From an optimization exercise on the open Yosys and OpenROAD flow, aimed at small area, a short achievable clock period and few clock cycles per item; shortcuts taken in it are not production practice.
In this exercise RTL edits were held to simulation tests only and were not proved equivalent to the original.

==> trial 83: inputs <==
Design tangram_fma, start of the top module:
module tangram_fma (
    input  wire        clk,
    input  wire        rst,         
    input  wire        in_valid,
    output reg         in_ready,
    input  wire [31:0] in_a,
    input  wire [31:0] in_b,
    input  wire [31:0] in_c,
    input  wire [1:0]  in_frm,      
    input  wire        in_ftz,
    output reg         out_valid,
    input  wire        out_ready,
    output reg  [31:0] out_result,
    output reg  [3:0]  out_flags    
);
clock: 33.0 ns
lec_check: 0
cap_margin: 20
core_margin: 2
core_utilization: 40
slew_margin: 20
standard.sh (not shown) runs the stock make flow with config.mk's settings and CLKGATE_MAP_FILE= SYNTH_SCRIPT=/design/flow/synth_recipe.tcl, a recipe that flattens the netlist after the stock synthesis.
==> flow/flow/run.sh <==
#!/bin/bash
# The standard layout, with plain buffers (not delay cells) on the ports and
# timing repair aiming 25.5 ns above the clock's slack.
bash standard.sh "BUFFER_PORTS_ARGS=-buffer_cell sky130_fd_sc_hd__buf_2" SETUP_SLACK_MARGIN=25.5 finish > standard_flow.log 2>&1
==> build 90 (differences from trial 83) <==
--- a/flow/config.mk
+++ b/flow/config.mk
@@ -9,3 +9,5 @@
 export CORE_MARGIN = 2
 export CORE_UTILIZATION = 40
+export CTS_CLUSTER_DIAMETER = 120
+export CTS_CLUSTER_SIZE = 25
 export SLEW_MARGIN = 20
==> qor summary <==
item	build 90	trial 83
Antenna violations before repair	6	5
Status	timing/DRC/antenna clean	timing/DRC/antenna clean
GR met1 Demand/Resource	35.2%	35.5%
Number of vias after detailed routing	39500	39700
Total area of multi-input combinational cells	31100 µm²	31100 µm²
Minimum hold slack	0.322 ns	0.321 ns
Layout net count	5626	5664
Worst slew slack as a fraction of its limit	22.5%	22.9%
Source-to-sink clock delay at the later pin of the worst-skew pair	0.67 ns	0.70 ns
Reg-to-reg endpoint	u_fma.m2[45]$_DFF_P_	u_fma.n3[19]$_DFF_P_
Routed metal-1 wire length	71.1 mm	70.9 mm
Detailed-routed wire length on met2	75.2 mm	75.3 mm
Total CTS buffers	37	74
Non-clock buffers, area share	2.84%	2.81%
Signed area change from the synthesized netlist to the final layout	7.85%	10.4%
Met2 Use GR	40.8%	41.0%
Max Fclk	127 MHz	127 MHz
Post-layout util	43.6%	44.7%
Clock buffer instance count of the final layout	49	90
Global-route track usage on met3	4.47%	4.59%
Post-detailed-route via-to-cell ratio	5.92	5.90
Testbench counts of trial 83, summed over its fixed seeds: cycles 16,040, items 16,000.
Testbench counts of build 90, summed over its fixed seeds: cycles 16,040, items 16,000.

==> amber: inputs <==
Another version of the RTL of tangram_fma (not shown whole).
Settings: LEC_CHECK=0, CAP_MARGIN=20, CORE_MARGIN=2, CORE_UTILIZATION=40, CTS_CLUSTER_DIAMETER=120, CTS_CLUSTER_SIZE=25, SLEW_MARGIN=20; clock period 33.0 ns.
Scripts as last shown in full above: flow/flow/run.sh
==> nickel (differences from amber) <==
==> flow/flow/run.sh (replaced) <==
#!/bin/bash
# The standard layout, with plain buffers (not delay cells) on the ports and
# timing repair aiming 25.25 ns above the clock's slack.
bash standard.sh "BUFFER_PORTS_ARGS=-buffer_cell sky130_fd_sc_hd__buf_2" SETUP_SLACK_MARGIN=25.25 finish > standard_flow.log 2>&1
CORE_UTILIZATION = 55   (was 40)
==> violet (differences from amber) <==
ABC_AREA = 1   (was unset)
CAP_MARGIN = 10   (was 20)
SLEW_MARGIN = 10   (was 20)
==> impl_metrics.json <==
{
  "ys_seq_area_frac": 0.3004,
  "synth_simple_gate_area_frac": 0.2293,
  "status": "finished clean",
  "clk_pin_slew_ns": 0.10
}
The numbers above come from violet.

==> impl_metrics.json <==
{
  "status": "finished clean",
  "synth_simple_gate_area_frac": 0.1311,
  "ys_seq_area_frac": 0.2984,
  "synthXorXnorAreaFrac": 0.08541,
  "die_x_um": 295.9
}
The numbers above come from nickel.

==> impl_metrics.json <==
{
  "status": "finished clean",
  "synth_simple_gate_area_frac": 0.1311,
  "clk_pin_slew_ns": 0.11
}
The numbers above come from amber.

Testbench counts of amber, summed over its fixed seeds: cycles 16,040, items 16,000.
Testbench counts of nickel, summed over its fixed seeds: cycles 16,040, items 16,000.
Testbench counts of violet, summed over its fixed seeds: cycles 16,040, items 16,000.

## afterwards: timing with drivers on the ports
No port has a modelled driver above. Below, the same layouts with a new extraction and two added sets of constraints.
Step 1, drivers: a clkbuf_16 drives clk and a buf_2 each remaining input, both assumed.
Step 2 moves the port delays by t, midway between the first and last clock arrival at a register: inputs arrive t later, outputs are due t later. That takes back most of the time a late clock gives input paths.
Three values: ideal, step 1, step 2; two values: the first two.
| run | shift t [ns] | setup WS [ns] | hold WS [ns] | worst data-port slew with drivers (ns) | cell pins on the clock port's net |
|---|---|---|---|---|---|
| trial 83 | 0.753 | 25.126 / 25.050 / 24.879 | 0.321 / 0.321 / 0.321 | 0.05 | 1 |
| build 90 | 0.722 | 25.140 / 25.063 / 24.883 | 0.322 / 0.322 / 0.322 | 0.05 | 1 |
| amber | 0.710 | 25.210 / 25.132 / 25.449 | 0.419 / 0.419 / 0.419 | 0.05 | 1 |
| nickel | 0.707 | 25.215 / 25.142 / 25.172 | 0.422 / 0.422 / 0.422 | 0.06 | 1 |
| violet | 0.710 | 25.209 / 25.134 / 25.004 | 0.417 / 0.417 / 0.417 | 0.06 | 1 |
After both steps setup and hold are still met in every run listed. For build 90, which loses most, drivers alone change the setup slack by -0.077 ns; drivers and shift together by -0.257 ns.
